This is an optimization exercise on Yosys and OpenROAD, whose aim is small area and a short achievable clock period, not a production implementation.
Function was checked by simulation only, so behaviour that the tests miss may differ from the original.
The flow treats the clock pin as an ideal source, which a real chip does not have.

File: design/flow/design.v
module dec8b10b(code, data, k, ok_m, ok_p);
  input [9:0] code;
  wire [9:0] code;
  output [7:0] data;
  wire [7:0] data;
  output k;
  wire k;
  output ok_m;
  wire ok_m;
  output ok_p;
  wire ok_p;
  wire _000_;
  wire _001_;
  wire _002_;
  wire _003_;
  wire _004_;
  wire _005_;
  wire _006_;
  wire _007_;
  wire _008_;
  wire _009_;
  wire _010_;
  wire _011_;
  wire _012_;
  wire _013_;
  wire _014_;
  wire _015_;
  wire _016_;
  wire _017_;
  wire _018_;
  wire _019_;
  wire _020_;
  wire _021_;
  wire _022_;
  wire _023_;
  wire _024_;
  wire _025_;
  wire _026_;
  wire _027_;
  wire _028_;
  wire _029_;
  wire _030_;
  wire _031_;
  wire _032_;
  wire _033_;
  wire _034_;
  wire _035_;
  wire _036_;
  wire _037_;
  wire _038_;
  wire _039_;
  wire _040_;
  wire _041_;
  wire _042_;
  wire _043_;
  wire _044_;
  wire _045_;
  wire _046_;
  wire _047_;
  wire _048_;
  wire _049_;
  wire _050_;
  wire _051_;
  wire _052_;
  wire _053_;
  wire _054_;
  wire _055_;
  wire _056_;
  wire _057_;
  wire _058_;
  wire _059_;
  wire _060_;
  wire _061_;
  wire _062_;
  wire _063_;
  wire _064_;
  wire _065_;
  wire _066_;
  wire _067_;
  wire _068_;
  wire _069_;
  wire _070_;
  wire _071_;
  wire _072_;
  wire _073_;
  wire _074_;
  wire _075_;
  wire _076_;
  wire _077_;
  wire _078_;
  wire _079_;
  wire _080_;
  wire _081_;
  wire _082_;
  wire _083_;
  wire _084_;
  wire _085_;
  wire _086_;
  wire _087_;
  wire _088_;
  wire _089_;
  wire _090_;
  wire _091_;
  wire _092_;
  wire _093_;
  wire _094_;
  wire _095_;
  wire _096_;
  wire _097_;
  wire _098_;
  wire _099_;
  wire _100_;
  wire _101_;
  wire _102_;
  wire _103_;
  wire _104_;
  wire _105_;
  wire _106_;
  wire _107_;
  wire _108_;
  wire _109_;
  wire _110_;
  wire _111_;
  wire _112_;
  wire _113_;
  wire _114_;
  wire _115_;
  wire _116_;
  wire _117_;
  wire _118_;
  wire _119_;
  wire [3:0] four;
  wire [5:0] six;
  wire [4:0] x;
  wire [2:0] y;
  assign _050_ = code[9] | ~(code[8]);
  assign _051_ = code[6] | ~(code[7]);
  assign _052_ = ~(_051_ & code[8]);
  assign _053_ = ~code[9];
  assign _054_ = code[6] & ~(code[7]);
  assign _055_ = _053_ & ~(_054_);
  assign _056_ = _052_ & ~(_055_);
  assign _057_ = _056_ | ~(_050_);
  assign _058_ = _054_ | ~(_051_);
  assign _059_ = code[1] & ~(code[4]);
  assign _060_ = ~(code[0] | code[3]);
  assign _061_ = code[0] & code[3];
  assign _062_ = ~(_061_ | _060_);
  assign _063_ = code[5] & ~(code[4]);
  assign _064_ = code[3] & code[5];
  assign _065_ = ~(_064_ | _063_);
  assign _066_ = _062_ & ~(_065_);
  assign _067_ = _062_ ? _065_ : code[5];
  assign _068_ = _059_ ? _067_ : _066_;
  assign _069_ = _068_ & ~(code[2]);
  assign _070_ = ~_063_;
  assign _071_ = code[0] ? code[2] : _069_;
  assign _072_ = code[1] ^ code[2];
  assign _073_ = _072_ ^ _062_;
  assign _074_ = _070_ ? _071_ : _073_;
  assign _075_ = _069_ & ~(_074_);
  assign _076_ = code[8] | ~(code[9]);
  assign _077_ = _075_ ? _050_ : _076_;
  assign _078_ = _058_ & ~(_077_);
  assign data[7] = _057_ & ~(_078_);
  assign _079_ = _071_ & ~(_063_);
  assign _080_ = code[5] | code[4];
  assign _081_ = code[5] & code[4];
  assign _082_ = _080_ & ~(_081_);
  assign _083_ = _073_ ? _070_ : _082_;
  assign _084_ = ~(_083_ | _079_);
  assign _085_ = code[2] & ~(_084_);
  assign data[2] = _085_ | _068_;
  assign _086_ = ~(code[0] & code[2]);
  assign _087_ = code[1] | code[2];
  assign _088_ = _060_ & ~(_087_);
  assign _089_ = _086_ & ~(_088_);
  assign _090_ = ~(_061_ | code[2]);
  assign _091_ = code[1] & ~(_090_);
  assign _092_ = _091_ | ~(_089_);
  assign _093_ = _081_ & ~(code[3]);
  assign _094_ = _093_ | _092_;
  assign _095_ = _073_ & ~(_094_);
  assign _096_ = _092_ & ~(_080_);
  assign _097_ = _070_ & ~(_096_);
  assign _098_ = _095_ ? _063_ : _097_;
  assign _099_ = _064_ & ~(code[2]);
  assign _100_ = _099_ & ~(_073_);
  assign data[4] = _098_ & ~(_100_);
  assign _101_ = ~_084_;
  assign _102_ = ~code[0];
  assign _103_ = _083_ & ~(_102_);
  assign _104_ = _074_ & ~(_103_);
  assign data[1] = code[1] ? _101_ : _104_;
  assign _105_ = ~(code[8] | code[9]);
  assign _106_ = code[8] & code[9];
  assign _107_ = code[6] ? _105_ : _106_;
  assign _108_ = code[9] & ~(code[6]);
  assign _109_ = code[7] & ~(_050_);
  assign _110_ = _109_ | _108_;
  assign _111_ = code[6] & ~(code[9]);
  assign _112_ = ~code[7];
  assign _113_ = _112_ & ~(_076_);
  assign _114_ = _113_ | _111_;
  assign _115_ = _075_ ? _110_ : _114_;
  assign data[5] = _115_ | _107_;
  assign data[0] = _102_ ? _074_ : _101_;
  assign _116_ = _082_ | _073_;
  assign _117_ = ~(_116_ & _062_);
  assign data[3] = data[0] ? _117_ : _062_;
  assign _118_ = _075_ ? _114_ : _110_;
  assign data[6] = _118_ | _107_;
  assign _119_ = ~_081_;
  assign _000_ = _092_ | _119_;
  assign _001_ = code[2] & code[3];
  assign _002_ = _001_ & ~(_000_);
  assign _003_ = ~(_082_ & _073_);
  assign _004_ = _003_ | ~(_098_);
  assign _005_ = _107_ & _056_;
  assign _006_ = _005_ & ~(_004_);
  assign _007_ = _006_ | _002_;
  assign k = _007_ | _075_;
  assign _008_ = ~_073_;
  assign _009_ = ~(_089_ | _072_);
  assign _010_ = _080_ & ~(_009_);
  assign _011_ = _008_ ? _010_ : _094_;
  assign _012_ = _003_ & _116_;
  assign _013_ = _106_ | ~(_054_);
  assign _014_ = _001_ | ~(_080_);
  assign _015_ = _014_ & ~(_082_);
  assign _016_ = code[9] & ~(_015_);
  assign _017_ = code[8] | code[7];
  assign _018_ = _017_ | _016_;
  assign _019_ = _005_ | code[6];
  assign _020_ = _018_ & ~(_019_);
  assign _021_ = _013_ & ~(_020_);
  assign _022_ = _105_ & ~(code[7]);
  assign _023_ = _015_ | ~(_022_);
  assign _024_ = _004_ & ~(_023_);
  assign _025_ = _024_ | _021_;
  assign _026_ = _025_ | _012_;
  assign _027_ = ~_082_;
  assign _028_ = _092_ ? _080_ : _119_;
  assign _029_ = _008_ ? _027_ : _028_;
  assign _030_ = _073_ & code[5];
  assign _031_ = ~(_075_ | _030_);
  assign _032_ = _004_ & ~(_031_);
  assign _033_ = _053_ & ~(_032_);
  assign _034_ = _052_ | _112_;
  assign _035_ = _034_ | _033_;
  assign _036_ = ~code[6];
  assign _037_ = ~(_106_ & _036_);
  assign _038_ = _031_ & ~(_037_);
  assign _039_ = code[7] & ~(_105_);
  assign _040_ = _036_ & ~(_039_);
  assign _041_ = _040_ | _022_;
  assign _042_ = _041_ | _038_;
  assign _043_ = _035_ & ~(_042_);
  assign _044_ = _043_ & ~(_029_);
  assign _045_ = _026_ & ~(_044_);
  assign ok_m = _011_ & ~(_045_);
  assign _046_ = _029_ | _025_;
  assign _047_ = _012_ | _011_;
  assign _048_ = _043_ & ~(_047_);
  assign _049_ = _048_ | ~(_046_);
  assign ok_p = _049_ & ~(_009_);
  assign y = data[7:5];
  assign x = data[4:0];
  assign four = code[9:6];
  assign six = code[5:0];
endmodule
module ring_rx_check (
    input  wire        clk,
    input  wire        rst,           
    input  wire        col_valid,     
    input  wire [39:0] col_code,      
    input  wire        los,           
    output reg         v_valid,       
    output reg  [3:0]  v_reason,      
    output reg  [9:0]  v_len,         
    output wire [95:0] v_hdr,         
    output reg  [15:0] cnt_good,
    output reg  [15:0] cnt_hcrc,
    output reg  [15:0] cnt_bad,
    output wire [63:0] cnt_cv         
);
    localparam [3:0] R_GOOD      = 4'd0;
    localparam [3:0] R_HCRC      = 4'd1;
    localparam [3:0] R_LL_BAD    = 4'd2;
    localparam [3:0] R_SHORT     = 4'd3;
    localparam [3:0] R_LONG      = 4'd4;
    localparam [3:0] R_UNALIGNED = 4'd5;
    localparam [3:0] R_TRAILER   = 4'd6;
    localparam [3:0] R_ENDBAD    = 4'd7;
    localparam [3:0] R_CONTROL   = 4'd8;
    localparam [3:0] R_LANEFAULT = 4'd9;
    localparam [7:0] K27_7 = 8'hFB;
    localparam [7:0] K29_7 = 8'hFD;
    localparam [7:0] K30_7 = 8'hFE;
    localparam [31:0] CRC32_RESIDUE = 32'hDEBB20E3;
    integer i, b;
    reg  [39:0] c1;
    reg         v1, f1, r1;
    always @(posedge clk) begin
        c1 <= col_code;
        v1 <= col_valid && !rst;
        f1 <= los && !rst;
        r1 <= rst;
    end
    reg  [3:0]  rd;
    reg  [3:0]  rd_next;
    wire [31:0] dec_data;
    wire [3:0]  dec_k, dec_ok_m, dec_ok_p;
    genvar g;
    generate
        for (g = 0; g < 4; g = g + 1) begin : lane
            dec8b10b u_dec (
                .code (c1[10*g +: 10]),
                .data (dec_data[8*g +: 8]),
                .k    (dec_k[g]),
                .ok_m (dec_ok_m[g]),
                .ok_p (dec_ok_p[g])
            );
        end
    endgenerate
    localparam [63:0] SIX_POS  = 64'hFFE8E880E8808000;
    localparam [63:0] SIX_NEG  = 64'h00010117011717FF;
    localparam [15:0] FOUR_POS = 16'hF880;
    localparam [15:0] FOUR_NEG = 16'h011F;
    always @* begin
        for (i = 0; i < 4; i = i + 1)
            rd_next[i] = FOUR_POS[c1[10*i+6 +: 4]] ||
                         (!FOUR_NEG[c1[10*i+6 +: 4]] &&
                          (SIX_POS[c1[10*i +: 6]] ||
                           (!SIX_NEG[c1[10*i +: 6]] && rd[i])));
    end
    always @(posedge clk) begin
        if (r1)
            rd <= 4'b0000;
        else if (v1)
            rd <= rd_next;
    end
    wire [3:0] dec_cv = (rd & ~dec_ok_p) | (~rd & ~dec_ok_m);
    reg  [31:0] d2;
    reg  [3:0]  k2, cv2;
    reg         v2, f2, r2;
    always @(posedge clk) begin
        d2  <= dec_data;
        k2  <= dec_k;
        cv2 <= dec_cv;
        v2  <= v1 && !rst;
        f2  <= f1 && !rst;
        r2  <= r1;
    end
    reg [15:0] cv_cnt [0:3];
    always @(posedge clk) begin
        for (i = 0; i < 4; i = i + 1)
            if (rst)
                cv_cnt[i] <= 16'd0;
            else if (v2 && cv2[i] && cv_cnt[i] != 16'hFFFF)
                cv_cnt[i] <= cv_cnt[i] + 16'd1;
    end
    assign cnt_cv = {cv_cnt[3], cv_cnt[2], cv_cnt[1], cv_cnt[0]};
    reg [4:0] col_no;
    reg [4:0] ts1 [0:3];
    reg [4:0] ts2 [0:3];
    reg [4:0] ts3 [0:3];
    reg [3:0] in1, in2, in3;
    reg [3:0] in1_now, in2_now, in3_now;     
    reg [3:0] lane_fault;
    always @* begin
        for (i = 0; i < 4; i = i + 1) begin
            in1_now[i]    = in1[i] && ts1[i] != col_no;
            in2_now[i]    = in2[i] && ts2[i] != col_no;
            in3_now[i]    = in3[i] && ts3[i] != col_no;
            lane_fault[i] = cv2[i] && in3_now[i];
        end
    end
    always @(posedge clk) begin
        if (r2) begin
            col_no <= 5'd0;
            in1    <= 4'd0;
            in2    <= 4'd0;
            in3    <= 4'd0;
        end else if (v2) begin
            col_no <= col_no + 5'd1;
            for (i = 0; i < 4; i = i + 1)
                if (lane_fault[i]) begin
                    in1[i] <= 1'b0;
                    in2[i] <= 1'b0;
                    in3[i] <= 1'b0;
                end else if (cv2[i]) begin
                    in1[i] <= 1'b1;
                    in2[i] <= in1_now[i];
                    in3[i] <= in2_now[i];
                end else begin
                    in1[i] <= in1_now[i];
                    in2[i] <= in2_now[i];
                    in3[i] <= in3_now[i];
                end
        end
        for (i = 0; i < 4; i = i + 1)
            if (v2 && cv2[i]) begin
                ts1[i] <= col_no;
                ts2[i] <= ts1[i];
                ts3[i] <= ts2[i];
            end
    end
    wire fault2 = f2 || (v2 && lane_fault != 4'b0000);
    reg [3:0] is_end, is_ctl, is_e30;
    reg       start2, end_seen, any_nd, first_ctl, first_e30;
    reg [1:0] first;
    always @* begin
        for (i = 0; i < 4; i = i + 1) begin
            is_end[i] = k2[i] && !cv2[i] &&
                        (d2[8*i +: 8] == K29_7 || d2[8*i +: 8] == K30_7);
            is_e30[i] = k2[i] && !cv2[i] && d2[8*i +: 8] == K30_7;
            is_ctl[i] = cv2[i] || (k2[i] && !is_end[i]);
        end
        start2   = k2 == 4'b1111 && cv2 == 4'b0000 &&
                   d2 == {K27_7, K27_7, K27_7, K27_7};
        end_seen = is_end != 4'b0000;
        any_nd   = (k2 | cv2) != 4'b0000;
        first     = 2'd0;
        first_ctl = is_ctl[0];
        first_e30 = is_e30[0];
        for (i = 3; i >= 0; i = i - 1)
            if (k2[i] || cv2[i]) begin
                first     = i;
                first_ctl = is_ctl[i];
                first_e30 = is_e30[i];
            end
    end
    reg [1:0]  hpos;
    reg [31:0] crc32;
    reg [15:0] crc16;    
    reg [79:0] hdr;      
    reg        long_cls;   
    reg        ll_bad;     
    wire [31:0] crc32_next;
    crc32_x32 u_crc32 (.t(crc32 ^ d2), .o(crc32_next));
    wire [15:0] crc16_half, crc16_col;
    crc16_x16 u_crc16_half (.t(crc16 ^ {d2[7:0], d2[15:8]}), .o(crc16_half));
    crc16_x16 u_crc16_col  (.t(crc16_half ^ {d2[23:16], d2[31:24]}), .o(crc16_col));
    always @(posedge clk) begin
        if (r2)
            hpos <= 2'd3;
        else if (v2) begin
            if (start2)
                hpos <= 2'd0;
            else if (hpos != 2'd3)
                hpos <= hpos + 2'd1;
        end
        if (v2) begin
            if (start2)
                crc32 <= 32'hFFFFFFFF;
            else
                crc32 <= crc32_next;
        end
        if (v2 && start2)
            crc16 <= 16'hFFFF;
        if (v2 && !start2) begin
            if (hpos == 2'd0) begin
                hdr[31:0] <= d2;
                crc16     <= crc16_col;
                long_cls  <= d2[7] ^ d2[6];
                ll_bad    <= d2[23] && (d2[7:6] != 2'b11 || d2[14:8] != 7'h7F);
            end
            if (hpos == 2'd1) begin
                hdr[63:32] <= d2;
                crc16      <= crc16_col;
            end
            if (hpos == 2'd2) begin
                hdr[79:64] <= d2[15:0];
                crc16      <= crc16_half;
            end
        end
    end
    assign v_hdr = {crc16, hdr};
    wire       crc_ok  = crc32 == CRC32_RESIDUE;
    wire       hcrc_ok = crc16_half == d2[31:16];
    reg        in_frame;
    reg        skip;         
    reg [7:0]  ncol;         
    always @(posedge clk)
        if (v2)
            ncol <= start2 ? 8'd0 : ncol + 8'd1;
    wire [7:0] lmax_col = long_cls ? 8'd132 : 8'd20;
    wire       too_long = ncol == lmax_col && !(any_nd && first == 2'd0);
    wire       hdr_bad  = ncol == 8'd2 && (!hcrc_ok || ll_bad);
    reg [3:0]  reason;
    reg [9:0]  len;
    always @* begin
        len = {ncol, 2'b00};
        if (fault2)
            reason = R_LANEFAULT;
        else if (too_long)
            reason = R_LONG;
        else if (any_nd) begin
            len = {ncol, first};
            if (first_ctl)
                reason = R_CONTROL;
            else if (ncol[7:2] == 6'd0)
                reason = R_SHORT;
            else if (first != 2'd0)
                reason = R_UNALIGNED;
            else if (first_e30)
                reason = R_ENDBAD;
            else if (!crc_ok)
                reason = R_TRAILER;
            else
                reason = R_GOOD;
        end else begin
            len    = 10'd12;
            reason = hcrc_ok ? R_LL_BAD : R_HCRC;
        end
    end
    always @(posedge clk) begin
        v_reason <= reason;
        v_len    <= len;
        if (r2) begin
            in_frame <= 1'b0;
            skip     <= 1'b0;
        end
        if (rst)
            v_valid <= 1'b0;
        else begin
            v_valid <= 1'b0;
            if (fault2) begin
                if (in_frame) begin
                    v_valid  <= 1'b1;
                    in_frame <= 1'b0;
                end
                skip <= 1'b0;
            end else if (v2 && skip) begin
                if (end_seen)
                    skip <= 1'b0;
            end else if (v2) begin
                if (in_frame) begin
                    if (too_long || any_nd || hdr_bad) begin
                        v_valid  <= 1'b1;
                        in_frame <= 1'b0;
                        skip     <= too_long ? !end_seen : !any_nd && !hcrc_ok;
                    end
                end
                if (start2)
                    in_frame <= 1'b1;
            end
        end
    end
    always @(posedge clk) begin
        if (rst) begin
            cnt_good <= 16'd0;
            cnt_hcrc <= 16'd0;
            cnt_bad  <= 16'd0;
        end else if (v_valid) begin
            if (v_reason == R_GOOD) begin
                if (cnt_good != 16'hFFFF) cnt_good <= cnt_good + 16'd1;
            end else if (v_reason == R_HCRC) begin
                if (cnt_hcrc != 16'hFFFF) cnt_hcrc <= cnt_hcrc + 16'd1;
            end else begin
                if (cnt_bad != 16'hFFFF) cnt_bad <= cnt_bad + 16'd1;
            end
        end
    end
endmodule
module crc32_x32 (
    input  wire [31:0] t,
    output wire [31:0] o
);
    wire x_x0 = t[0] ^ t[22];
    wire x_x1 = t[2] ^ t[7];
    wire x_x2 = t[3] ^ t[21];
    wire x_x3 = t[1] ^ t[23];
    wire x_x4 = t[4] ^ x_x0;
    wire x_x5 = t[5] ^ t[12];
    wire x_x6 = t[13] ^ t[29];
    wire x_x7 = t[6] ^ t[11];
    wire x_x8 = t[10] ^ t[26];
    wire x_x9 = t[17] ^ t[24];
    wire x_x10 = t[19] ^ t[27];
    wire x_x11 = t[14] ^ t[30];
    wire x_x12 = t[16] ^ t[28];
    wire x_x13 = t[18] ^ t[25];
    wire x_x14 = t[15] ^ t[31];
    wire x_x15 = t[8] ^ t[9];
    wire x_x16 = t[20] ^ x_x1;
    wire x_x17 = t[23] ^ x_x12;
    wire x_x18 = t[3] ^ t[5];
    wire x_x19 = t[4] ^ t[24];
    wire x_x20 = t[25] ^ t[29];
    wire x_x21 = t[28] ^ x_x2;
    wire x_x22 = x_x6 ^ x_x11;
    wire x_x23 = x_x3 ^ x_x10;
    wire x_x24 = t[8] ^ x_x5;
    wire x_x25 = x_x4 ^ x_x13;
    wire x_x26 = t[18] ^ t[26];
    wire x_x27 = t[0] ^ t[12];
    wire x_x28 = t[9] ^ t[14];
    wire x_x29 = t[2] ^ t[20];
    wire x_x30 = t[27] ^ t[30];
    wire x_x31 = t[31] ^ x_x8;
    wire x_x32 = t[7] ^ x_x14;
    wire x_x33 = x_x3 ^ x_x9;
    wire x_x34 = x_x7 ^ x_x8;
    wire x_x35 = x_x6 ^ x_x27;
    wire x_x36 = x_x1 ^ x_x2;
    wire x_x37 = t[6] ^ t[26];
    wire x_x38 = t[13] ^ t[17];
    wire x_x39 = t[2] ^ t[28];
    wire x_x40 = t[0] ^ t[31];
    wire x_x41 = t[7] ^ t[13];
    wire x_x42 = t[11] ^ t[15];
    wire x_x43 = t[8] ^ t[22];
    wire x_x44 = t[9] ^ t[15];
    wire x_x45 = t[6] ^ t[10];
    wire x_x46 = t[7] ^ t[16];
    wire x_x47 = t[6] ^ x_x14;
    wire x_x48 = t[20] ^ x_x11;
    wire x_x49 = x_x20 ^ x_x29;
    wire x_x50 = t[10] ^ x_x2;
    wire x_x51 = x_x1 ^ x_x28;
    wire x_x52 = t[24] ^ x_x15;
    wire x_x53 = x_x5 ^ x_x14;
    wire x_x54 = t[25] ^ x_x7;
    wire x_x55 = x_x18 ^ x_x45;
    wire x_x56 = t[5] ^ x_x0;
    wire x_x57 = t[27] ^ x_x15;
    wire x_x58 = t[22] ^ x_x19;
    wire x_x59 = t[9] ^ x_x34;
    wire x_x60 = t[21] ^ x_x4;
    wire x_x61 = t[1] ^ x_x22;
    wire x_x62 = x_x36 ^ x_x47;
    wire x_x63 = x_x16 ^ x_x19;
    wire x_x64 = x_x21 ^ x_x40;
    wire x_x65 = x_x9 ^ x_x50;
    wire x_x66 = x_x13 ^ x_x21;
    wire x_x67 = x_x9 ^ x_x17;
    wire x_x68 = x_x13 ^ x_x32;
    wire x_x69 = x_x4 ^ x_x16;
    wire x_x70 = x_x12 ^ x_x23;
    wire x_x71 = t[3] ^ t[8];
    wire x_x72 = t[16] ^ x_x3;
    wire x_x73 = x_x37 ^ x_x71;
    wire x_x74 = x_x72 ^ x_x73;
    wire x_x75 = x_x69 ^ x_x74;
    wire x_x76 = t[4] ^ t[5];
    wire x_x77 = x_x76 ^ x_x36;
    wire x_x78 = x_x33 ^ x_x57;
    wire x_x79 = x_x77 ^ x_x78;
    wire x_x80 = x_x39 ^ x_x52;
    wire x_x81 = x_x55 ^ x_x25;
    wire x_x82 = x_x80 ^ x_x81;
    wire x_x83 = t[4] ^ t[7];
    wire x_x84 = t[19] ^ x_x3;
    wire x_x85 = x_x18 ^ x_x20;
    wire x_x86 = x_x83 ^ x_x84;
    wire x_x87 = x_x85 ^ x_x59;
    wire x_x88 = x_x86 ^ x_x87;
    wire x_x89 = x_x30 ^ x_x34;
    wire x_x90 = x_x24 ^ x_x63;
    wire x_x91 = x_x89 ^ x_x90;
    wire x_x92 = x_x5 ^ x_x41;
    wire x_x93 = x_x54 ^ x_x57;
    wire x_x94 = x_x92 ^ x_x64;
    wire x_x95 = x_x93 ^ x_x94;
    wire x_x96 = t[3] ^ t[10];
    wire x_x97 = x_x28 ^ x_x29;
    wire x_x98 = x_x96 ^ x_x35;
    wire x_x99 = x_x17 ^ x_x97;
    wire x_x100 = x_x98 ^ x_x99;
    wire x_x101 = t[4] ^ x_x42;
    wire x_x102 = x_x101 ^ x_x65;
    wire x_x103 = x_x61 ^ x_x102;
    wire x_x104 = t[2] ^ t[11];
    wire x_x105 = t[16] ^ x_x11;
    wire x_x106 = x_x104 ^ x_x53;
    wire x_x107 = x_x105 ^ x_x25;
    wire x_x108 = x_x106 ^ x_x107;
    wire x_x109 = t[19] ^ x_x38;
    wire x_x110 = x_x14 ^ x_x24;
    wire x_x111 = x_x109 ^ x_x69;
    wire x_x112 = x_x110 ^ x_x111;
    wire x_x113 = t[5] ^ t[13];
    wire x_x114 = x_x26 ^ x_x113;
    wire x_x115 = x_x51 ^ x_x114;
    wire x_x116 = x_x60 ^ x_x115;
    wire x_x117 = t[14] ^ t[15];
    wire x_x118 = x_x43 ^ x_x117;
    wire x_x119 = x_x55 ^ x_x23;
    wire x_x120 = x_x118 ^ x_x119;
    wire x_x121 = x_x7 ^ x_x44;
    wire x_x122 = x_x17 ^ x_x121;
    wire x_x123 = x_x63 ^ x_x122;
    wire x_x124 = t[0] ^ x_x46;
    wire x_x125 = x_x20 ^ x_x24;
    wire x_x126 = x_x124 ^ x_x65;
    wire x_x127 = x_x125 ^ x_x126;
    wire x_x128 = t[1] ^ t[26];
    wire x_x129 = t[30] ^ x_x7;
    wire x_x130 = x_x38 ^ x_x15;
    wire x_x131 = x_x128 ^ x_x129;
    wire x_x132 = x_x130 ^ x_x25;
    wire x_x133 = x_x131 ^ x_x132;
    wire x_x134 = t[18] ^ x_x5;
    wire x_x135 = x_x51 ^ x_x23;
    wire x_x136 = x_x31 ^ x_x134;
    wire x_x137 = x_x135 ^ x_x136;
    wire x_x138 = x_x41 ^ x_x42;
    wire x_x139 = x_x8 ^ x_x58;
    wire x_x140 = x_x138 ^ x_x70;
    wire x_x141 = x_x139 ^ x_x140;
    wire x_x142 = t[11] ^ t[14];
    wire x_x143 = t[27] ^ x_x142;
    wire x_x144 = x_x49 ^ x_x24;
    wire x_x145 = x_x143 ^ x_x67;
    wire x_x146 = x_x144 ^ x_x145;
    wire x_x147 = t[30] ^ x_x37;
    wire x_x148 = x_x44 ^ x_x9;
    wire x_x149 = x_x35 ^ x_x147;
    wire x_x150 = x_x148 ^ x_x66;
    wire x_x151 = x_x149 ^ x_x150;
    wire x_x152 = x_x46 ^ x_x10;
    wire x_x153 = x_x31 ^ x_x152;
    wire x_x154 = x_x61 ^ x_x25;
    wire x_x155 = x_x153 ^ x_x154;
    wire x_x156 = t[17] ^ x_x7;
    wire x_x157 = x_x10 ^ x_x11;
    wire x_x158 = x_x12 ^ x_x18;
    wire x_x159 = x_x32 ^ x_x4;
    wire x_x160 = x_x156 ^ x_x157;
    wire x_x161 = x_x158 ^ x_x159;
    wire x_x162 = x_x160 ^ x_x161;
    wire x_x163 = t[3] ^ t[17];
    wire x_x164 = t[29] ^ x_x0;
    wire x_x165 = x_x39 ^ x_x26;
    wire x_x166 = x_x163 ^ x_x53;
    wire x_x167 = x_x164 ^ x_x165;
    wire x_x168 = x_x166 ^ x_x167;
    wire x_x169 = t[30] ^ x_x6;
    wire x_x170 = x_x10 ^ x_x43;
    wire x_x171 = x_x26 ^ x_x16;
    wire x_x172 = x_x169 ^ x_x170;
    wire x_x173 = x_x171 ^ x_x172;
    wire x_x174 = t[23] ^ x_x10;
    wire x_x175 = x_x15 ^ x_x48;
    wire x_x176 = x_x174 ^ x_x64;
    wire x_x177 = x_x175 ^ x_x176;
    wire x_x178 = t[29] ^ x_x8;
    wire x_x179 = x_x52 ^ x_x17;
    wire x_x180 = x_x178 ^ x_x62;
    wire x_x181 = x_x179 ^ x_x180;
    wire x_x182 = x_x30 ^ x_x33;
    wire x_x183 = x_x49 ^ x_x59;
    wire x_x184 = x_x182 ^ x_x183;
    wire x_x185 = t[11] ^ t[12];
    wire x_x186 = t[24] ^ x_x1;
    wire x_x187 = x_x30 ^ x_x185;
    wire x_x188 = x_x31 ^ x_x186;
    wire x_x189 = x_x187 ^ x_x66;
    wire x_x190 = x_x188 ^ x_x189;
    wire x_x191 = t[31] ^ x_x35;
    wire x_x192 = x_x54 ^ x_x16;
    wire x_x193 = x_x70 ^ x_x191;
    wire x_x194 = x_x192 ^ x_x193;
    wire x_x195 = t[6] ^ t[12];
    wire x_x196 = x_x195 ^ x_x22;
    wire x_x197 = x_x67 ^ x_x60;
    wire x_x198 = x_x196 ^ x_x197;
    wire x_x199 = x_x33 ^ x_x56;
    wire x_x200 = x_x22 ^ x_x68;
    wire x_x201 = x_x199 ^ x_x200;
    wire x_x202 = t[3] ^ t[19];
    wire x_x203 = x_x202 ^ x_x48;
    wire x_x204 = x_x58 ^ x_x68;
    wire x_x205 = x_x203 ^ x_x204;
    wire x_x206 = t[1] ^ t[19];
    wire x_x207 = t[25] ^ x_x206;
    wire x_x208 = x_x56 ^ x_x207;
    wire x_x209 = x_x62 ^ x_x208;
    assign o[0] = x_x75;
    assign o[1] = x_x79;
    assign o[2] = x_x82;
    assign o[3] = x_x88;
    assign o[4] = x_x91;
    assign o[5] = x_x95;
    assign o[6] = x_x100;
    assign o[7] = x_x103;
    assign o[8] = x_x108;
    assign o[9] = x_x112;
    assign o[10] = x_x116;
    assign o[11] = x_x120;
    assign o[12] = x_x123;
    assign o[13] = x_x127;
    assign o[14] = x_x133;
    assign o[15] = x_x137;
    assign o[16] = x_x141;
    assign o[17] = x_x146;
    assign o[18] = x_x151;
    assign o[19] = x_x155;
    assign o[20] = x_x162;
    assign o[21] = x_x168;
    assign o[22] = x_x173;
    assign o[23] = x_x177;
    assign o[24] = x_x181;
    assign o[25] = x_x184;
    assign o[26] = x_x190;
    assign o[27] = x_x194;
    assign o[28] = x_x198;
    assign o[29] = x_x201;
    assign o[30] = x_x205;
    assign o[31] = x_x209;
endmodule
module crc16_x16 (
    input  wire [15:0] t,
    output wire [15:0] o
);
    wire x_x0 = t[9] ^ t[13];
    wire x_x1 = t[10] ^ t[14];
    wire x_x2 = t[4] ^ t[8];
    wire x_x3 = t[7] ^ t[15];
    wire x_x4 = t[6] ^ x_x1;
    wire x_x5 = t[5] ^ x_x0;
    wire x_x6 = t[12] ^ x_x2;
    wire x_x7 = t[3] ^ t[11];
    wire x_x8 = t[1] ^ t[12];
    wire x_x9 = t[0] ^ t[11];
    wire x_x10 = t[2] ^ t[13];
    wire x_x11 = t[14] ^ x_x7;
    wire x_x12 = x_x5 ^ x_x8;
    wire x_x13 = x_x6 ^ x_x9;
    wire x_x14 = t[15] ^ x_x6;
    wire x_x15 = t[11] ^ x_x4;
    wire x_x16 = x_x3 ^ x_x11;
    wire x_x17 = x_x10 ^ x_x4;
    wire x_x18 = x_x5 ^ x_x13;
    wire x_x19 = x_x4 ^ x_x12;
    wire x_x20 = x_x3 ^ x_x10;
    wire x_x21 = x_x20 ^ x_x15;
    wire x_x22 = t[8] ^ t[12];
    wire x_x23 = x_x22 ^ x_x16;
    wire x_x24 = x_x0 ^ x_x14;
    wire x_x25 = x_x1 ^ x_x5;
    wire x_x26 = t[15] ^ x_x15;
    wire x_x27 = t[0] ^ x_x2;
    wire x_x28 = x_x3 ^ x_x27;
    wire x_x29 = t[8] ^ t[1];
    wire x_x30 = t[5] ^ t[9];
    wire x_x31 = x_x29 ^ x_x30;
    wire x_x32 = t[9] ^ t[2];
    wire x_x33 = t[10] ^ t[6];
    wire x_x34 = x_x32 ^ x_x33;
    wire x_x35 = t[7] ^ t[10];
    wire x_x36 = x_x7 ^ x_x35;
    assign o[0] = x_x13;
    assign o[1] = x_x12;
    assign o[2] = x_x17;
    assign o[3] = x_x16;
    assign o[4] = x_x14;
    assign o[5] = x_x18;
    assign o[6] = x_x19;
    assign o[7] = x_x21;
    assign o[8] = x_x23;
    assign o[9] = x_x24;
    assign o[10] = x_x25;
    assign o[11] = x_x26;
    assign o[12] = x_x28;
    assign o[13] = x_x31;
    assign o[14] = x_x34;
    assign o[15] = x_x36;
endmodule
File: design/flow/flow/run.sh
#!/bin/bash
# The standard layout (standard.sh: the standard synthesis and ORFS steps,
# unchanged), with three settings changed for the make run:
#  - CTS_ARGS: ORFS's own clock_tree_synthesis arguments, without the dummy
#    loads CTS adds to balance the tree;
#  - BUFFER_PORTS_ARGS: every input and output port still gets its buffer,
#    a buf_1 to start with (repair_timing sizes the output ones up).
# Every ORFS step writes its own log under orfs/logs; make's output goes to
# make.log here.
set -euo pipefail
bash standard.sh SETUP_SLACK_MARGIN=7.62 \
    "CTS_ARGS=-sink_clustering_enable -repair_clock_nets -dont_use_dummy_load" \
    "BUFFER_PORTS_ARGS=-buffer_cell sky130_fd_sc_hd__buf_1" \
    finish > make.log 2>&1
File: design/flow/standard.sh
#!/bin/bash
# synth_recipe.tcl (not shown) runs the flow's synth.tcl, then flattens the netlist and writes it again
# the make line also repeats each setting of config.mk as NAME=value (left out here)
make -C /OpenROAD-flow-scripts/flow DESIGN_CONFIG=/design/flow/config.mk WORK_HOME=/design/flow/orfs CLKGATE_MAP_FILE= SYNTH_SCRIPT=/design/flow/synth_recipe.tcl "${@:-finish}"
File: design/flow/config.mk
export PLATFORM = sky130hd
export DESIGN_NAME = ring_rx_check
export DESIGN_NICKNAME = ring_rx_check
export VERILOG_FILES = /design/flow/design.v
export SDC_FILE = /design/flow/constraint.sdc
export NUM_CORES = 4
export LEC_CHECK = 0
export CAP_MARGIN = 20
export CORE_MARGIN = 2
export CORE_UTILIZATION = 60
export PLACE_DENSITY = 0.7
export SLEW_MARGIN = 20
export SYNTH_MEMORY_MAX_BITS = 16384
File: design/flow/constraint.sdc
create_clock -name core_clock -period 11.0 [get_ports {clk}]
set_input_delay 2.2000 -clock core_clock [delete_from_list [all_inputs] [get_ports {clk}]]
set_output_delay 2.2000 -clock core_clock [all_outputs]
set_load 0.01 [all_outputs]
==> metrics.yaml, run 1 <==
status:
  status: "finished clean"
logic_synthesis:
  yosysUniqueCellTypes: 81
  synth_fp_nets: 2417
  yosysSeqAreaShare: 0.454
  synth_area_mm2: 0.0232
  avgSynthCellArea_um2: 10.1
  yosys-top-cells-area: "edfxtp_1 24%, dfxtp_1 22%, xnor2_1 12%"
  yosysWarningCount: 5
  async_flop_share: 0
  synth-seq-cells: 436
  synth-edff-count: 182
  synth_top_area_share: 0.235
  syn_inst: 2309
  dominantRegCellSynth: "dfxtp_1"
  yosysTopAreaCell: "edfxtp_1"
worst_setup_path:
  cp.depth: 1
  startpoint_type: "register"
  critPathTopFamily: "flip-flops"
  worstPathCellList: "buf_2"
  required_ns: 8.80
  r2r_cells: 8
  worstPathMaxFanout: 3
  worst-path-buf-inv: 1
  cpMaxStageDelayCell: "dfxtp_1"
  crit_path_end_kind: "output port"
  cp.arrival_ns: 1.23
  path_class: "register to output port"
  critPathMaxStageDelay_ns: 0.46
sta:
  drv_slew: 0
  fmax_mhz: 292
  finalHoldViolCount: 0
  fin_skew_ns: 0.0423
  setup_viol: 0
  slew_headroom: 0.267
  tns_ns: 0
  tightest_slew_ns: 1.10
  finalCritPeriodShare: 0.312
  period_needed_ns: 3.43
  rsz0062_at_grt: "yes"
global_routing:
  grt_pass1_wl_mm: 94.5
  antenna_found_initial: 0
  grt_max_degree: 106
  grt_pass1_vias: 17300
  gr-total-overflow: 0
  grt_usage: 0.296
drt:
  drt-initial-drc-count: 1216
  wl_mm: 61.2
  post_drt_wl_per_cell_um: 20.0
  vias: 18100
  dr.pass1.iters: 5
  postRouteAntennaNets: 0
  drc: 0
  vias_per_cell: 5.91
floorplanning:
  die-height_um: 201
  ios: 267
  die-width_um: 201
  design.core.area_mm2: 0.0385
  start_util: 0.604
  fp-row-count: 72
  die-area_mm2: 0.0403
layout:
  fin_nets: 2650
  antenna_cells: 0
  drive_gt1_frac: 0.108
  fillers: 3068
  fin_util: 0.680
  area_growth_pct: 12.5
cts:
  numCtsBuffers: 46
  clock-sinks: 436
  path_clk_slew_ns: 0.05
  insertion_delay_ns: 0.59
  cts_tree: "yes"
  ctsHoldBuffers: 0
worst_hold_path:
  hold_depth: 2
  hold_path_class: "register to register"
place:
  io_buffers: 266
  place_congestion: 0.949
  dpl.hpwl_mm: 43.9
run:
  maxCapViolCount: 0
-- cells in the final DEF, fill, tap and decap left out, types with 24 or more instances in the layout --
cell       instances
edfxtp_1         182
dfxtp_2           84
nand3_1           58
xnor2_1          324
buf_1            204
ha_1              63
nand4_1           36
dfxtp_1          167
buf_2             33
nor2_1           203
clkbuf_16         46
clkbuf_2          24
a21oi_1           98
xor2_1           148
or3_1             35
o21ai_0          109
inv_1             76
nor2b_1           30
nand2_1          187
-- Yosys cell counts, types with 22 or more instances --
cell,instances
ha_1,64
clkbuf_1,86
nand2_1,187
or3_1,35
inv_1,77
xor2_1,153
a31oi_1,22
nor2_1,206
nand4_1,36
nand3_1,59
edfxtp_1,182
nor2b_1,30
dfxtp_1,254
xnor2_1,325
o21ai_0,110
a21oi_1,99
nor3_1,22
-- layer usage --
metal	vias to the layer above	wire length [um]	GRT usage
li1	8554	-	-
met1	8687	26000	0.397
met2	715	27900	0.472
met3	126	4880	0.0657
met4	0	2340	0.111
met5	-	0	0
-- final cells by class --
cell class / count / area, um^2 / share of cell area
flip-flops and latches: 436 / 10700 / 0.408
repair buffers: 280 / 1220 / 0.0465
multi-input cells: 1699 / 12200 / 0.465
clock buffers: 46 / 1150 / 0.0440
repair inverters: 1 / 5.00 / 0.000191
inverters: 78 / 297 / 0.0113
well taps: 518 / 648 / 0.0248
-- stage by stage --
stage	setup slack, ns	area (um^2)	std cells	hold WS [ns]
floorplan	7.82	23200	2309	0.374
global placement	7.20	24600	3010	0.450
detailed placement	7.06	24600	3010	0.455
CTS	7.59	25900	3056	0.437
global route	7.52	26200	3058	0.459
finish	7.57	26200	3058	0.454
-- flip-flops by register name, indices dropped and copies added (netlist names), 20 cells and up --
signal / flops
crc32: 32
ts2: 20
ts3: 20
c1: 40
d2: 32
ts1: 20
cv_cnt: 64
hdr: 80
-- path summary, 6_finish.rpt --
| check | end | from | slack (ns) |
|---|---|---|---|
| max | v_hdr[90] | crc16[10] | 7.57 |
| min | v_valid | in_frame | 0.45 |
| max reg2reg | hdr[69] | d2[24] | 7.74 |
| min reg2reg | v_valid | in_frame | 0.45 |
-- tightest hold or removal path, cell delays in order (launching register included) --
cell and delay (ns):
dfxtp_1 0.31, nand2_1 0.08, nor2_1 0.05
-- kinds of logic after synthesis --
kind of cell	after synthesis	synth area share
muxes	22	0.0102
xor gates and xnor gates	517	0.217
AOI/OAI and AO/OA	424	0.119
and+or+nand+nor	671	0.137
buffers and inverters	174	0.0283
DFF	436	0.454
adders and majority gates	65	0.0349
-- timing repair --
action	CTS	global route
endpoints found under the setup margin	112	96
setup buffers	0	1
resized for setup	84	92
hold endpoints to repair	0	0
gates cloned	0	1
==> run 2, diff against run 1 <==
--- a/design/flow/config.mk
+++ b/design/flow/config.mk
@@ -8,6 +8,5 @@
 export CAP_MARGIN = 20
 export CORE_MARGIN = 2
-export CORE_UTILIZATION = 60
-export PLACE_DENSITY = 0.7
+export CORE_UTILIZATION = 40
 export SLEW_MARGIN = 20
 export SYNTH_MEMORY_MAX_BITS = 16384
==> run 2 against run 1 <==
Highest routed layer unchanged. Fmax increased by 0.69%. Cell count increased by 8.6%. Still clean. Critical endpoint is now v_hdr[38].
==> metrics.yaml, run 2 <==
sta:
  whs_ns: 0.435  # -0.0185 ns
  fmax_mhz: 294  # +0.69%
  drv_slew: 0  # unchanged
  tns_ns: 0  # unchanged
  finalCritPeriodShare: 0.310  # -0.00213
  tightest_slew_ns: 1.02  # -0.0784 ns
  fin_skew_ns: 0.0907  # +0.0483 ns
  finalHoldViolCount: 0  # unchanged
  slew_headroom: 0.312  # +0.0460
  rsz0062_at_grt: "yes"
  setup_viol: 0  # unchanged
  period_needed_ns: 3.41  # -0.0235 ns
global_routing:
  grt_usage: 0.212  # -0.0840
  grt_pass1_wl_mm: 100  # +6.1%
  antenna_found_initial: 2  # +2
  gr-total-overflow: 0  # unchanged
  grt_pass1_vias: 17500  # +1.1%
  grt_max_degree: 92  # -13%
layout:
  drive_gt1_frac: 0.156  # +0.0482
  final_cell_area_mm2: 0.0269  # +2.8%
  final_cell_mix: "318 x xnor2_1, 205 x nor2_1, 186 x nand2_1, 182 x edfxtp_1, 148 x xor2_1"
  layout_commonest_cell: "xnor2_1"
  fin_nets: 2666  # +0.60%
  regMostFlops: "hdr"
  area_growth_pct: 15.7
  fillers: 5403  # +76%
  largest_register_ffs: 80  # unchanged
  multi_input_comb_area_mm2: 0.0123  # +1.0%
  antenna_cells: 0  # unchanged
  fin_util: 0.467  # -0.213
  reg.largest.list: "hdr (80), cv_cnt (64), c1 (40)"
  seqCellArea_mm2: 0.0107  # +0.62%
drt:
  vias_per_cell: 5.49  # -7.1%
  vias: 18200  # +0.88%
  postRouteAntennaNets: 0  # unchanged
  post_drt_wl_per_cell_um: 19.8  # -1.1%
  met1_length_mm: 29.1  # +12%
  dr.pass1.iters: 5  # unchanged
  drc: 0  # unchanged
  met3WireLength_mm: 5.33  # +9.3%
  highest_layer: "met4"
  wl_met2_mm: 29.5  # +5.5%
  drt-initial-drc-count: 1572  # +29%
  wl_mm: 65.7  # +7.4%
cts:
  path_clk_slew_ns: 0.06  # about the same
  cts_tree: "yes"
  clock-sinks: 436  # unchanged
  numCtsBuffers: 48  # +4.3%
  ctsHoldBuffers: 0  # unchanged
  insertion_delay_ns: 0.61  # +0.02 ns
logic_synthesis:
  yosysUniqueCellTypes: 81  # unchanged
  avgSynthCellArea_um2: 10.1  # unchanged
  async_flop_share: 0  # unchanged
  synth-seq-cells: 436  # unchanged
  synth_most_common_cell: "xnor2_1"
  yosys-top-cells-area: "edfxtp_1 24%, dfxtp_1 22%, xnor2_1 12%"
  synth-edff-count: 182  # unchanged
  synth_area_mm2: 0.0232  # unchanged
  synth_fp_nets: 2417  # unchanged
  yosysTopAreaCell: "edfxtp_1"
  dominantRegCellSynth: "dfxtp_1"
  syn_inst: 2309  # unchanged
  yosysSeqAreaShare: 0.454  # unchanged
  synth_commonest_cells: "325 x xnor2_1, 254 x dfxtp_1, 206 x nor2_1"
  synth_top_area_share: 0.235  # unchanged
  yosysWarningCount: 5  # unchanged
floorplanning:
  die-area_mm2: 0.0600  # +49%
  start_util: 0.404  # -0.201
  design.core.area_mm2: 0.0576  # +50%
  fp-row-count: 88  # +22%
  die-width_um: 245  # +22%
  ios: 267  # unchanged
  die-height_um: 245  # +22%
worst_setup_path:
  required_ns: 8.80  # about the same
  worstPathCellList: "clkbuf_2"
  critPathTopFamily: "flip-flops"
  cpMaxStageDelayCell: "edfxtp_1"
  critPathMaxStageDelay_ns: 0.46  # about the same
  startpoint_type: "register"
  cp.arrival_ns: 1.21  # -0.02 ns
  crit_path_end_kind: "output port"
  worstPathMaxFanout: 1  # -2
  path_class: "register to output port"
  worst-path-buf-inv: 1  # unchanged
place:
  placedInstanceArea_mm2: 0.0250  # +1.4%
  place_congestion: 0.935  # -1.5%
  io_buffers: 266  # unchanged
  dpl.hpwl_mm: 48.6  # +11%
status:
  status: "finished clean"
run:
  maxCapViolCount: 0  # unchanged
worst_hold_path:
  hold_path_class: "register to register"
[run 2: cell counts after synthesis]
Identical to the previous run, type by type.
[run 2: stage by stage]
| step | setup WS (ns) | cells |
|---|---|---|
| floorplan | 7.82 | 2309 |
| finish | 7.59 | 3321 |
| detailed placement | 6.99 | 3260 |
| global route | 7.44 | 3321 |
| CTS | 7.43 | 3314 |
| global placement | 7.15 | 3258 |
[run 2: worst register-to-register path: stages (launching register included)]
cell and delay (ns):
dfxtp_2 0.76, inv_1 0.57, a311oi_1 0.81, nand4_1 0.28, or2_2 0.42, or3_1 0.33
a21oi_1 0.13
[run 2: logic make-up (layout without fill, tap and decap cells)]
kind of cell / count (synthesis) / after routing / synth area share
multiplexers: 22 / 22 / 0.0102
adder cells (fa/ha/maj): 65 / 65 / 0.0349
flip-flops: 436 / 436 / 0.454
XOR/XNOR: 517 / 517 / 0.217
buffers and inverters: 174 / 421 / 0.0283
AO/OA/AOI/OAI: 424 / 424 / 0.119
AND/OR/NAND/NOR: 671 / 671 / 0.137
[run 2: worst paths after layout]
kind                                 endpoint  cells past startpoint  slack (ns)      start
worst max-delay path                v_hdr[38]                      1        7.59    hdr[38]
worst min register to register      ts3[2][4]                      0        0.44  ts2[2][4]
worst min-delay path                ts3[2][4]                      0        0.44  ts2[2][4]
worst max register to register  cv_cnt[1][13]                      6        7.66         v2
[run 2: layout make-up]
class	instances	share of cell area
clock buffers	48	0.0447
well taps	765	0.0356
inverters	78	0.0110
repair buffers	294	0.0519
multi-input cells	1699	0.457
repair inverters	1	0.000279
flip-flops and latches	436	0.399
[run 2: what timing repair did]
action	in CTS	in global routing
buffers inserted	5	7
hold endpoints to repair	0	0
resized for setup	206	104
endpoints found under the setup margin	238	158
cloned	1	0
pin swaps	0	3
[run 2: per-layer routing]
metal / GRT usage / vias up
met5: 0 / -
met1: 0.293 / 8849
met4: 0.0671 / 0
li1: - / 8587
met2: 0.331 / 691
met3: 0.0442 / 114
==> run 3, diff against run 2 <==
--- a/design/flow/config.mk
+++ b/design/flow/config.mk
@@ -8,5 +8,5 @@
 export CAP_MARGIN = 20
 export CORE_MARGIN = 2
-export CORE_UTILIZATION = 40
+export CORE_UTILIZATION = 50
 export SLEW_MARGIN = 20
 export SYNTH_MEMORY_MAX_BITS = 16384
==> run 3 against run 2 <==
Critical endpoint is now v_hdr[35]. Non-clock buffer count down 7. Worst setup slack improved by 0.013 ns. Core utilization up 11 points. Design area shrank 1.7%. Register-to-register slack hardly changed. Clock skew decreased by 0.036 ns.
==> metrics.yaml, run 3 <==
logic_synthesis:
  avgSynthCellArea_um2: 10.1  # unchanged
  synth-seq-cells: 436  # unchanged
  dominantRegCellSynth: "dfxtp_1"
  yosysSeqAreaShare: 0.454  # unchanged
  synth_fp_nets: 2417  # unchanged
  synth_most_common_cell: "xnor2_1"
  async_flop_share: 0  # unchanged
  syn_inst: 2309  # unchanged
  synth_commonest_cells: "325 x xnor2_1, 254 x dfxtp_1, 206 x nor2_1"
  yosys-top-cells-area: "edfxtp_1 24%, dfxtp_1 22%, xnor2_1 12%"
  synth_top_area_share: 0.235  # unchanged
  synth_area_mm2: 0.0232  # unchanged
  yosysTopAreaCell: "edfxtp_1"
  yosysWarningCount: 5  # unchanged
  yosysUniqueCellTypes: 81  # unchanged
  synth-edff-count: 182  # unchanged
sta:
  slew_headroom: 0.298  # -0.0142
  setup_viol: 0  # unchanged
  fin_skew_ns: 0.0548  # -0.0358 ns
  finalCritPeriodShare: 0.308  # -0.00116
  tightest_slew_ns: 1.05  # +0.0307 ns
  tns_ns: 0  # unchanged
  rsz0062_at_grt: "yes"
  drv_slew: 0  # unchanged
  finalHoldViolCount: 0  # unchanged
  period_needed_ns: 3.39  # -0.0128 ns
  fmax_mhz: 295  # +0.38%
layout:
  antenna_cells: 0  # unchanged
  layout_commonest_cell: "xnor2_1"
  area_growth_pct: 13.7
  final_cell_mix: "323 x xnor2_1, 205 x nor2_1, 187 x nand2_1, 182 x edfxtp_1, 166 x buf_1"
  regMostFlops: "hdr"
  fillers: 4074  # -25%
  multi_input_comb_area_mm2: 0.0121  # -1.2%
  reg.largest.list: "hdr (80), cv_cnt (64), c1 (40)"
  fin_util: 0.579  # +0.112
  fin_nets: 2659  # -0.26%
  drive_gt1_frac: 0.132  # -0.0243
  largest_register_ffs: 80  # unchanged
  seqCellArea_mm2: 0.0107  # -0.35%
drt:
  post_drt_wl_per_cell_um: 20.2  # +2.2%
  dr.pass1.iters: 5  # unchanged
  postRouteAntennaNets: 0  # unchanged
  drc: 0  # unchanged
  vias_per_cell: 5.73  # +4.2%
  drt-initial-drc-count: 1434  # -8.8%
  wl_mm: 63.6  # -3.1%
  vias: 18000  # -1.2%
cts:
  clock-sinks: 436  # unchanged
  insertion_delay_ns: 0.59  # -0.02 ns
  path_clk_slew_ns: 0.06  # about the same
  cts_tree: "yes"
  numCtsBuffers: 48  # unchanged
floorplanning:
  start_util: 0.509  # +0.105
  die-height_um: 220  # -10%
  die-area_mm2: 0.0482  # -20%
  design.core.area_mm2: 0.0457  # -21%
  fp-row-count: 78  # -11%
  die-width_um: 220  # -10%
  ios: 267  # unchanged
global_routing:
  grt_pass1_vias: 17300  # -1.3%
  met3_usage: 0.0524  # +0.00828
  grt_pass1_wl_mm: 96.8  # -3.5%
  grt.busiest_layer: "met2"
  grt_max_degree: 97  # +5.4%
  grtUsageMet1: 0.352  # +0.0586
  grtUsageMet2: 0.414  # +0.0828
  antenna_found_initial: 0  # -2
  gr-total-overflow: 0  # unchanged
  grt_usage: 0.258  # +0.0463
worst_setup_path:
  crit_path_end_kind: "output port"
  worstPathMaxFanout: 1  # unchanged
  critPathMaxStageDelay_ns: 0.44  # -0.02 ns
  path_class: "register to output port"
  worst-path-buf-inv: 1  # unchanged
  startpoint_type: "register"
  required_ns: 8.80  # about the same
  cpMaxStageDelayCell: "edfxtp_1"
  critPathTopFamily: "flip-flops"
  cp.arrival_ns: 1.19  # -0.02 ns
  worstPathCellList: "clkbuf_2"
run:
  maxCapViolCount: 0  # unchanged
place:
  place_congestion: 0.965  # +3.2%
  io_buffers: 266  # unchanged
  dpl.hpwl_mm: 46.3  # -4.9%
status:
  status: "finished clean"
worst_hold_path:
  hold_path_class: "register to register"
[run 3: final cells by class]
cell class / instances / share of cell area
Multi-Input combinational cell: 1699 / 0.460
Sequential cell: 436 / 0.405
Timing Repair Buffer: 287 / 0.0503
Clock buffer: 48 / 0.0455
Tap cell: 600 / 0.0284
Inverter: 78 / 0.0112
Timing Repair inverter: 1 / 0.000284
[run 3: repair_timing]
item                                    in CTS  in global routing
endpoints found under the hold margin        0                  0
resized for setup                          116                126
cloned                                       0                  1
hold buffers                                 0                  0
setup buffers                                0                  1
endpoints found under the setup margin     102                136
[run 3: per-layer routing]
layer / routed length [um] / vias to the layer above
met5: 0 / -
met4: 1990 / 0
met3: 4740 / 110
met2: 28900 / 631
met1: 28000 / 8733
li1: - / 8555
[run 3: cells by family (layout without fill, tap and decap cells)]
family          after synthesis  after routing  synth area share
mux                          22             22            0.0102
flops                       436            436             0.454
xor+xnor                    517            517             0.217
compound gates              424            424             0.119
fa+ha+maj                    65             65            0.0349
simple gates                671            671             0.137
buf+inv                     174            414            0.0283
[run 3: per-stage QoR]
| step | cells | hold slack [ns] | setup WS, ns | area, um^2 |
|---|---|---|---|---|
| after global placement | 3099 | 0.421 | 7.38 | 24800 |
| after CTS | 3147 | 0.440 | 7.57 | 26200 |
| after global routing | 3149 | 0.469 | 7.52 | 26400 |
| after detailed placement | 3099 | 0.428 | 7.34 | 24800 |
| final | 3149 | 0.439 | 7.61 | 26400 |
| after floorplan | 2309 | 0.374 | 7.82 | 23200 |
[run 3: final timing paths]
path              depth (start not counted)  startpoint  slack, ns           to
setup reg to reg                          8      d2[11]       7.67  v_reason[1]
hold reg to reg                           1          f1       0.44           f2
setup / recovery                          1     hdr[35]       7.61    v_hdr[35]
hold / removal                            1          f1       0.44           f2
==> run 4, diff against run 3 <==
--- a/design/flow/flow/run.sh
+++ b/design/flow/flow/run.sh
@@ -10,5 +10,5 @@
 set -euo pipefail
 bash standard.sh SETUP_SLACK_MARGIN=7.62 \
-    "CTS_ARGS=-sink_clustering_enable -repair_clock_nets -dont_use_dummy_load" \
+    "CTS_ARGS=-sink_clustering_enable -repair_clock_nets -dont_use_dummy_load -sink_clustering_size 20 -sink_clustering_max_diameter 50" \
     "BUFFER_PORTS_ARGS=-buffer_cell sky130_fd_sc_hd__buf_1" \
     finish > make.log 2>&1
--- a/design/flow/config.mk
+++ b/design/flow/config.mk
@@ -8,5 +8,5 @@
 export CAP_MARGIN = 20
 export CORE_MARGIN = 2
-export CORE_UTILIZATION = 50
+export CORE_UTILIZATION = 60
 export SLEW_MARGIN = 20
 export SYNTH_MEMORY_MAX_BITS = 16384
==> run 4 against run 3 <==
Die area shrank 16%. Critical path depth is the same. Clock skew grew 0.011 ns. Hold slack gained 0.0040 ns. Routed wire length shrank 4.4%. Register-to-register slack gained 0.04 ns. Core utilization grew 10 points.
==> metrics.yaml, run 4 <==
layout:
  layout_commonest_cell: "xnor2_1"
  final_cell_mix: "323 x xnor2_1, 204 x nor2_1, 198 x buf_1, 187 x nand2_1, 182 x edfxtp_1"
  drive_gt1_frac: 0.107  # -0.0251
  regMostFlops: "hdr"
  reg.largest.list: "hdr (80), cv_cnt (64), c1 (40)"
  area_growth_pct: 12.2
  final_cell_area_mm2: 0.0261  # -1.3%
  largest_register_ffs: 80  # unchanged
  fin_util: 0.678  # +0.0995
  fin_nets: 2649  # -0.38%
global_routing:
  gr-total-overflow: 0  # unchanged
  grt_max_degree: 99  # +2.1%
  grt_pass1_vias: 16900  # -2.0%
  antenna_found_initial: 1  # +1
  grt_pass1_wl_mm: 93.9  # -2.9%
  grt_usage: 0.296  # +0.0380
floorplanning:
  design.core.area_mm2: 0.0385  # -16%
  start_util: 0.604  # +0.0953
  die-area_mm2: 0.0403  # -16%
  fp-row-count: 72  # -7.7%
  ios: 267  # unchanged
  die-width_um: 201  # -8.6%
  die-height_um: 201  # -8.6%
logic_synthesis:
  avgSynthCellArea_um2: 10.1  # unchanged
  yosys-top-cells-area: "edfxtp_1 24%, dfxtp_1 22%, xnor2_1 12%"
  yosysTopAreaCell: "edfxtp_1"
  synth_area_mm2: 0.0232  # unchanged
  async_flop_share: 0  # unchanged
  yosysUniqueCellTypes: 81  # unchanged
  dominantRegCellSynth: "dfxtp_1"
  synth_fp_nets: 2417  # unchanged
  synth_commonest_cells: "325 x xnor2_1, 254 x dfxtp_1, 206 x nor2_1"
  synth-edff-count: 182  # unchanged
  synth_most_common_cell: "xnor2_1"
  yosysSeqAreaShare: 0.454  # unchanged
  synth_top_area_share: 0.235  # unchanged
  synth-seq-cells: 436  # unchanged
  syn_inst: 2309  # unchanged
  yosysWarningCount: 5  # unchanged
place:
  place_congestion: 0.982  # +1.8%
  placedInstanceArea_mm2: 0.0247  # -0.52%
  dpl.hpwl_mm: 44.3  # -4.2%
  io_buffers: 266  # unchanged
  pre_cts_ws_ns: 7.13  # -0.210 ns
worst_setup_path:
  worst-path-buf-inv: 1  # unchanged
  critPathTopFamily: "flip-flops"
  crit_path_end_kind: "output port"
  cp.depth: 1  # unchanged
  required_ns: 8.80  # about the same
  r2r_setup_slack_ns: 7.71  # +0.04 ns
  path_class: "register to output port"
  startpoint: "hdr[1]"
  crit_path_end: "v_hdr[1]"
  worstPathCellList: "buf_1"
  startpoint_type: "register"
  cpMaxStageDelayCell: "edfxtp_1"
  cp.arrival_ns: 1.20  # about the same
  worstPathMaxFanout: 1  # unchanged
  critPathMaxStageDelay_ns: 0.45  # about the same
  rr_startpoint: "d2[2]"
  r2r_end: "crc32[4]"
  r2r_cells: 7  # -1
sta:
  fmax_mhz: 295  # about the same
  tightest_slew_ns: 1.02  # -0.0277 ns
  slew_headroom: 0.308  # +0.00952
  layout_setup_ws_ns: 7.60  # -0.00270 ns
  setup_viol: 0  # unchanged
  period_needed_ns: 3.40  # +0.00270 ns
  finalCritPeriodShare: 0.309  # about the same
  finalHoldViolCount: 0  # unchanged
  tns_ns: 0  # unchanged
  whs_ns: 0.443  # +0.00403 ns
  fin_skew_ns: 0.0654  # +0.0105 ns
  rsz0062_at_grt: "yes"
  drv_slew: 0  # unchanged
drt:
  drt-initial-drc-count: 1316  # -8.2%
  wl_mm: 60.8  # -4.4%
  postRouteAntennaNets: 0  # unchanged
  vias: 17900  # -0.55%
  drc: 0  # unchanged
  dr.pass1.iters: 5  # unchanged
  vias_per_cell: 5.86  # +2.4%
  post_drt_wl_per_cell_um: 19.9  # -1.6%
cts:
  path_clk_slew_ns: 0.08  # +0.02 ns
  ctsHoldBuffers: 0  # unchanged
  cts_tree: "yes"
  numCtsBuffers: 42  # -13%
  clock-sinks: 436  # unchanged
  insertion_delay_ns: 0.59  # about the same
status:
  status: "finished clean"
run:
  maxCapViolCount: 0  # unchanged
worst_hold_path:
  hold_path_class: "register to register"
-- run 4: cell counts after synthesis --
No cell type changed its count.
-- run 4: cells by family after synthesis --
logic type / share of synthesized area
flops: 0.454
mux: 0.0102
fa+ha+maj: 0.0349
xor+xnor: 0.217
buf+inv: 0.0283
compound gates: 0.119
simple gates: 0.137
-- run 4: per-layer routing --
layer | track usage | vias to the layer above | routed length (um)
met4 | 0.119 | 0 | 2300
met5 | 0 | - | 0
li1 | - | 8542 | -
met2 | 0.467 | 635 | 27500
met3 | 0.0484 | 137 | 4400
met1 | 0.411 | 8615 | 26600
-- run 4: area by class of cell --
class / instances / area [um^2]
Tap cell: 518 / 648
Antenna cell: 1 / 2.50
Timing Repair Buffer: 284 / 1260
Fill cell: 3051 / 12400
Sequential cell: 436 / 10700
Inverter: 78 / 293
Clock buffer: 42 / 1050
Multi-Input combinational cell: 1699 / 12200
-- run 4: how the worst min path moves through the flow --
stage           endpoint  cells past startpoint  slack [ns]  startpoint
3_3_place_gp          f2                      1        0.43          f1
5_1_grt        ts3[0][2]                      0        0.47   ts2[0][2]
2_1_floorplan         r2                      0        0.37          r1
3_5_place_dp          f2                      1        0.43          f1
4_1_cts               f2                      1        0.44          f1
6_report              f2                      1        0.44          f1
-- run 4: through the flow --
step	cells
2_1_floorplan	2309
5_1_grt	3057
3_5_place_dp	3014
3_3_place_gp	3014
4_1_cts	3056
6_report	3058
-- run 4: repair_timing --
action | CTS | global route
setup buffers | 0 | 1
resized for setup | 109 | 71
hold endpoints to repair | 0 | 0
endpoints found under the setup margin | 97 | 90

[port drivers added, routing unchanged]
Ports are ideal in the flow. The routed layouts listed here were re-timed in OpenROAD. Step 1 assumes that a clkbuf_16 drives the clock port and a buf_2 every other input. Step 2 moves the port delays by t, midway between the first and last clock arrival at a register: inputs arrive t later, outputs are due t later. That takes back most of the time a late clock gives input paths. Slacks: no drivers / after step 1 / after step 2; pairs: no drivers / after step 1.
run	t, ns	slack for setup (ns)	worst setup path at the end	worst slew at a driven data input, ns
run 1	0.623	7.571 / 7.512 / 7.331	input to register	0.05
run 2	0.619	7.595 / 7.539 / 7.131	input to register	0.05
run 3	0.624	7.607 / 7.551 / 7.305	input to register	0.05
run 4	0.617	7.605 / 7.546 / 7.387	input to register	0.08
After both steps every run listed still meets setup and hold. For run 2, which loses most, drivers alone change the setup slack by -0.056 ns; drivers and shift together by -0.464 ns.
